Background: an optimization exercise with open tools, aiming at small area. Do not read the settings as production practice. In this exercise RTL edits were held to simulation tests only and were not proved equivalent to the original.

$ cat flow/config.mk
export PLATFORM = sky130hd
export DESIGN_NAME = apg_datagen
export DESIGN_NICKNAME = apg_datagen
export VERILOG_FILES = /design/flow/design.v
export SDC_FILE = /design/flow/constraint.sdc
export NUM_CORES = 4
export LEC_CHECK = 0
export CAP_MARGIN = 20
export CORE_MARGIN = 2
export CORE_UTILIZATION = 25
export SLEW_MARGIN = 20
$ cat flow/constraint.sdc
create_clock -name core_clock -period 60.0 [get_ports {clk}]
set_input_delay 12.0000 -clock core_clock [delete_from_list [all_inputs] [get_ports {clk}]]
set_output_delay 12.0000 -clock core_clock [all_outputs]
set_load 0.01 [all_outputs]
$ cat flow/design.v
module apg_datagen (
    input  wire        clk,
    input  wire        rst,         
    input  wire        cfg_we,
    input  wire [4:0]  cfg_addr,
    input  wire [31:0] cfg_wdata,
    input  wire        restart,
    input  wire        ev_valid,
    input  wire [3:0]  ev_func,
    input  wire        ev_inv,
    input  wire [4:0]  ev_wm1,      
    input  wire [15:0] ev_x,
    input  wire [15:0] ev_y,
    output reg         d_valid,
    output reg  [31:0] d,
    output reg         param_zero,
    output reg         bad_write
);
    localparam A_DCONST = 5'd0;
    localparam A_RSTEP  = 5'd1;
    localparam A_SHIFT  = 5'd2;
    localparam A_BARW   = 5'd3;
    localparam A_BAR0   = 5'd4;     
    localparam A_LCFG0  = 5'd12;    
    localparam A_SEED0  = 5'd16;    
    localparam F_SOLID   = 4'h0;
    localparam F_CHECKER = 4'h1;
    localparam F_HSTRIPE = 4'h2;
    localparam F_VSTRIPE = 4'h3;
    localparam F_RAMPX   = 4'h4;
    localparam F_RAMPY   = 4'h5;
    localparam F_RAMPXY  = 4'h6;
    localparam F_ADDRXOR = 4'h7;
    localparam F_BARS    = 4'h8;
    function [4:0] poly_m(input [2:0] p);
        case (p)
            3'd0: poly_m = 5'd7;
            3'd1: poly_m = 5'd9;
            3'd2: poly_m = 5'd11;
            3'd3: poly_m = 5'd15;
            3'd4: poly_m = 5'd23;
            default: poly_m = 5'd31;
        endcase
    endfunction
    function [4:0] poly_t(input [2:0] p);
        case (p)
            3'd0: poly_t = 5'd6;
            3'd1: poly_t = 5'd5;
            3'd2: poly_t = 5'd9;
            3'd3: poly_t = 5'd14;
            3'd4: poly_t = 5'd18;
            default: poly_t = 5'd28;
        endcase
    endfunction
    function [30:0] poly_mask(input [2:0] p);
        poly_mask = (31'h1 << poly_m(p)) - 31'h1;
    endfunction
    reg [31:0] dconst;
    reg [31:0] rstep;
    reg [3:0]  shift_x;
    reg [3:0]  shift_y;
    reg [16:0] barw;
    reg [31:0] bar [0:7];
    reg [2:0]  lfsr_poly [0:3];
    reg        lfsr_inv  [0:3];
    reg [30:0] lfsr_seed [0:3];
    reg [30:0] lfsr_state [0:3];
    wire [1:0]  wr_n      = cfg_addr[1:0];
    wire [2:0]  wr_poly   = cfg_wdata[2:0];
    wire [16:0] wr_barw   = cfg_wdata[16:0];
    integer i;
    always @(posedge clk) begin
        if (rst) begin
            dconst     <= 32'h0;
            rstep      <= 32'h0;
            shift_x    <= 4'h0;
            shift_y    <= 4'h0;
            barw       <= 17'd1;
            param_zero <= 1'b0;
            bad_write  <= 1'b0;
            for (i = 0; i < 8; i = i + 1)
                bar[i] <= 32'h0;
            for (i = 0; i < 4; i = i + 1) begin
                lfsr_poly[i] <= 3'd0;
                lfsr_inv[i]  <= 1'b0;
                lfsr_seed[i] <= 31'h7FFF_FFFF;
            end
        end else begin
            param_zero <= 1'b0;
            bad_write  <= 1'b0;
            if (cfg_we) begin
                if (cfg_addr == A_DCONST) begin
                    dconst <= cfg_wdata;
                end else if (cfg_addr == A_RSTEP) begin
                    rstep <= cfg_wdata;
                end else if (cfg_addr == A_SHIFT) begin
                    shift_x <= cfg_wdata[3:0];
                    shift_y <= cfg_wdata[7:4];
                end else if (cfg_addr == A_BARW) begin
                    if (wr_barw == 17'd0)
                        param_zero <= 1'b1;
                    else if (wr_barw > 17'd65536)
                        bad_write <= 1'b1;
                    else
                        barw <= wr_barw;
                end else if (cfg_addr >= A_BAR0 && cfg_addr < A_LCFG0) begin
                    bar[cfg_addr - A_BAR0] <= cfg_wdata;
                end else if (cfg_addr >= A_LCFG0 && cfg_addr < A_SEED0) begin
                    if (wr_poly > 3'd5) begin
                        bad_write <= 1'b1;
                    end else begin
                        lfsr_inv[wr_n] <= cfg_wdata[3];
                        if ((lfsr_seed[wr_n] & poly_mask(wr_poly)) == 31'h0)
                            param_zero <= 1'b1;
                        else
                            lfsr_poly[wr_n] <= wr_poly;
                    end
                end else if (cfg_addr >= A_SEED0 && cfg_addr < A_SEED0 + 5'd4) begin
                    if ((cfg_wdata[30:0] & poly_mask(lfsr_poly[wr_n])) == 31'h0)
                        param_zero <= 1'b1;
                    else
                        lfsr_seed[wr_n] <= cfg_wdata[30:0];
                end else begin
                    bad_write <= 1'b1;
                end
            end
        end
    end
    wire        is_prbs = (ev_func[3:2] == 2'b11);
    wire [1:0]  sel_n   = ev_func[1:0];
    wire [2:0]  sel_poly = lfsr_poly[sel_n];
    wire [4:0]  sel_m   = poly_m(sel_poly);
    wire [4:0]  sel_t   = poly_t(sel_poly);
    wire [30:0] sel_mask = poly_mask(sel_poly);
    wire [30:0] sel_start = restart ? (lfsr_seed[sel_n] & sel_mask) : lfsr_state[sel_n];
    reg  [30:0] prbs_state;
    reg  [31:0] prbs_bits;
    reg         fb;
    integer     j;
    always @(*) begin
        prbs_state = sel_start;
        prbs_bits  = 32'h0;
        for (j = 0; j < 32; j = j + 1) begin
            if (j <= ev_wm1) begin
                fb = prbs_state[sel_m - 5'd1] ^ prbs_state[sel_t - 5'd1];
                prbs_state = ((prbs_state << 1) | {30'h0, fb}) & sel_mask;
                prbs_bits[j] = fb ^ lfsr_inv[sel_n];
            end
        end
    end
    always @(posedge clk) begin
        if (rst) begin
            for (i = 0; i < 4; i = i + 1)
                lfsr_state[i] <= 31'h7F;        
        end else begin
            if (restart)
                for (i = 0; i < 4; i = i + 1)
                    lfsr_state[i] <= lfsr_seed[i] & poly_mask(lfsr_poly[i]);
            if (ev_valid && is_prbs)
                lfsr_state[sel_n] <= prbs_state;
        end
    end
    wire [15:0] xs = ev_x >> shift_x;
    wire [15:0] ys = ev_y >> shift_y;
    wire [15:0] bar_q = ev_x / barw;
    wire [2:0]  bar_idx = (bar_q > 16'd7) ? 3'd7 : bar_q[2:0];
    reg [31:0] f;
    always @(*) begin
        case (ev_func)
            F_SOLID:   f = dconst;
            F_CHECKER: f = dconst ^ {32{xs[0] ^ ys[0]}};
            F_HSTRIPE: f = dconst ^ {32{ys[0]}};
            F_VSTRIPE: f = dconst ^ {32{xs[0]}};
            F_RAMPX:   f = ev_x * rstep;
            F_RAMPY:   f = ev_y * rstep;
            F_RAMPXY:  f = ({1'b0, ev_x} + {1'b0, ev_y}) * rstep;
            F_ADDRXOR: f = {ev_y, ev_x} ^ dconst;
            F_BARS:    f = bar[bar_idx];
            4'hC, 4'hD, 4'hE, 4'hF:
                       f = prbs_bits;
            default:   f = 32'h0;
        endcase
    end
    wire [31:0] wmask = {32{1'b1}} >> (5'd31 - ev_wm1);
    always @(posedge clk) begin
        if (rst) begin
            d_valid <= 1'b0;
            d       <= 32'h0;
        end else begin
            d_valid <= ev_valid;
            if (ev_valid)
                d <= (f ^ {32{ev_inv}}) & wmask;
        end
    end
endmodule
$ cat flow/run.sh
#!/bin/bash
# synth_recipe.tcl (not shown) runs the flow's synth.tcl, then flattens the netlist and writes it again
# the make line also repeats each setting of config.mk as NAME=value (left out here)
make -C /OpenROAD-flow-scripts/flow DESIGN_CONFIG=/design/flow/config.mk WORK_HOME=/design/flow/orfs CLKGATE_MAP_FILE= SYNTH_SCRIPT=/design/flow/synth_recipe.tcl finish
==> run notes <==
DR vias/cell 5.559; Final nets ~13k; antenna violations before repair 46; largest net degree at the start of global routing 130; cts repair resizes 0; Detail Route Antenna Nets 0; kind of critical path input port to flop; routed wire length 426.4 mm; number of DRC markers in iteration 0 roughly 12k; Yosys top cell by area fa_1; utilization after layout 27.32%; chip width 630.2 microns; Layout Area Growth over Synthesis 8.610%; top cell type's share of synthesized area 18.95%; max-cap viol count 0; Syn Inst Count 12.22k; DR pass1 iterations 9; Worst Slack Setup Final 4.075 ns; postcts setup bufs 0; Post-DP HPWL 306.6 mm; critical path capture point type flop; Synth area leaders fa_1, edfxtp_1, nand2_1; Core Area between 300000 and 400000 sq um; CTS buffer count 67; synthesized cell area between 90000 and 100000 sq um; Synth warnings 1; Clk Tree Root Cell clkbuf_16; FF+latch count, synth 644; Hold Crit Class flop to flop; total gr overflow 0; register area share after synthesis 18.46%; gr usage total 20.80%; effective utilization at floorplan roughly 25%; CP required 60.55 ns; Final Cell Area 106500 sq um; status complete, no violations; Setup WS pre-CTS slightly below 4 ns; Post-synth EDFFs 520; CTS tree built; Sink Count about 640; Rel. slew slack between 10% and 20%; Async SR Flop Fraction 0%; H-Tree Depth 3; placer congestion estimate 0.9751; CP Data Arrival Time 56.47 ns; final setup fails 0; Buffers on Ports 118; Fillers around 42k; hold_ws 0.4566 ns; Setup crit start kind input port; vias 94.85k; first-pass GRT wire length 624.5 mm; fin crit share between 90% and 100%; buffer depth of the longest clock path 3; Clock transition at path regs 0.07 ns; Setup Skew 0.03633 ns; Min Clock Period, post-route 55.93 ns; Placed Area 104200 sq um; count of cell types in the netlist 139; Fmax between 15 and 20 MHz; Cell Count Post-Placement 16.92k; fin cells 17.06k; clock latency (worst-skew pair) 0.65 ns; Routed WL per cell around 25 microns; critical path's slowest cell o211ai_1; Least-Margin Pin Slew 1.248 ns; crit-path max FO 57; RSZ-0062 raised after global routing false; # hold bufs at CTS 0; Slew Limit Fails 0; syn avg cell area 8.019 sq um; Boundary Pins 119; Final TNS setup 0 ns; CP max stage delay 0.77 ns; DRC Markers 0; vias in the first global route ~90k; share of cells above drive strength 1 slightly above 7%; crit-path most repeated cell o21a_1; Final Hold Fails 0; die area about 400000 sq um; Die Height about 630 microns; prevailing post-synth register cell edfxtp_1; Cell Rows 229
-- placed cells by master, fill, tap and decap left out, types with 88 or more instances in the layout --
| cell type | count |
|---|---|
| a211oi_1 | 128 |
| a21oi_1 | 725 |
| a31oi_1 | 138 |
| and2_1 | 634 |
| buf_4 | 330 |
| clkdlybuf4s50_1 | 101 |
| dfxtp_1 | 103 |
| edfxtp_1 | 520 |
| fa_1 | 928 |
| ha_1 | 374 |
| inv_1 | 1141 |
| mux2i_1 | 267 |
| nand2_1 | 2099 |
| nand3_1 | 247 |
| nor2_1 | 760 |
| nor3_1 | 266 |
| o211ai_1 | 110 |
| o21a_1 | 146 |
| o21ai_0 | 568 |
| o21bai_1 | 96 |
| o22ai_1 | 146 |
| o31ai_1 | 114 |
| xnor2_1 | 199 |
| xor2_1 | 88 |
-- state kept, by name, indices dropped and copies added, names as in the netlist, 4 cells and up --
signal,flops
shift_x,4
lfsr_inv,4
lfsr_poly,12
d,32
rstep,32
lfsr_state,124
dconst,32
shift_y,4
bar,256
barw,17
lfsr_seed,124
-- Yosys cell counts, types with 25 or more instances --
cell type,number
a211oi_1,129
a21o_1,57
a21oi_1,735
a221o_1,25
a221oi_1,58
a22o_1,30
a22oi_1,74
a31oi_1,139
a32o_1,28
and2_1,634
and3_1,62
buf_1,56
buf_2,35
buf_6,81
clkbuf_1,726
dfxtp_1,124
edfxtp_1,520
fa_1,928
ha_1,375
inv_1,1142
mux2_2,53
mux2i_1,267
mux4_2,60
nand2_1,2104
nand2b_1,86
nand3_1,247
nand4_1,37
nor2_1,796
nor3_1,271
nor4_1,32
o2111ai_1,33
o211ai_1,110
o21a_1,146
o21ai_0,570
o21ai_1,34
o21bai_1,100
o221ai_1,65
o22ai_1,146
o31ai_1,114
or2_2,56
or3_1,43
xnor2_1,212
xor2_1,89
-- worst max-delay path: cells and delay by family --
family	cells	cell delay [ns]
compound gates	160	32.26
fa+ha+maj	16	5.05
buf+inv	12	3.67
simple gates	25	2.80
mux	1	0.33
xor+xnor	1	0.18
-- worst paths after layout --
check                 from  endpoint  slack [ns]  depth (start not counted)
setup reg to reg  barw[16]     d[31]       14.57                        217
hold / removal     barw[6]   barw[6]        0.46                          2
hold reg to reg    barw[6]   barw[6]        0.46                          2
setup / recovery  ev_x[15]     d[31]        4.07                        215
-- per-layer routing --
| layer | part of all wire (%) | vias to the layer above | global-route usage, % |
|---|---|---|---|
| met5 | 0.049 | - | 0 |
| met1 | 37 | 46490 | 25.53 |
| met2 | 44 | 5798 | 32.77 |
| met3 | 11 | 1389 | 4.797 |
| met4 | 7.7 | 30 | 13.38 |
| li1 | - | 41140 | - |
-- cell type report --
class,instances,area (sq um),area share [%]
flip-flops and latches,644,18120,17.02
inverters,1146,4305,4.044
repair buffers,451,3655,3.433
well taps,5197,6502,6.108
clock buffers,87,1814,1.704
clock inverters,34,367.9,0.3455
diodes,17,42.54,0.03996
multi-input cells,9487,71650,67.30
-- cell families after synthesis --
logic type,count (synthesis),share of synthesized area [%]
mux,389,4.869
fa+ha+maj,1303,23.74
flops,644,18.46
buf+inv,2103,9.008
xor+xnor,307,2.801
other cells,2,0.007662
simple gates,4503,20.93
compound gates,2972,20.19

## afterwards: timing with drivers on the ports
The flow's constraints put no driver on any port. The routed layout listed below was extracted and timed again, unchanged, in two steps. Step 1 (the two cells are an assumption about what drives the block):
set clk [get_ports {clk}]
set_driving_cell -lib_cell sky130_fd_sc_hd__clkbuf_16 $clk
set_driving_cell -lib_cell sky130_fd_sc_hd__buf_2 [delete_from_list [all_inputs] $clk]
Step 2 moves the port delays by t, midway between the first and last clock arrival at a register: inputs arrive t later, outputs are due t later. That takes back most of the time a late clock gives input paths. a / b / c = no drivers / after step 1 / after step 2; a / b = the first two.
t, ns: 0.712
setup WS [ns]: 4.075 / 4.125 / 3.413
clock arrival spread, ns: 0.046 / 0.046
worst slew at a driven data input, ns: 0.28
pins driven straight from the clock port: 1
After both steps this run still meets setup and hold. For this run, drivers alone change the setup slack by +0.050 ns; drivers and shift together by -0.662 ns.
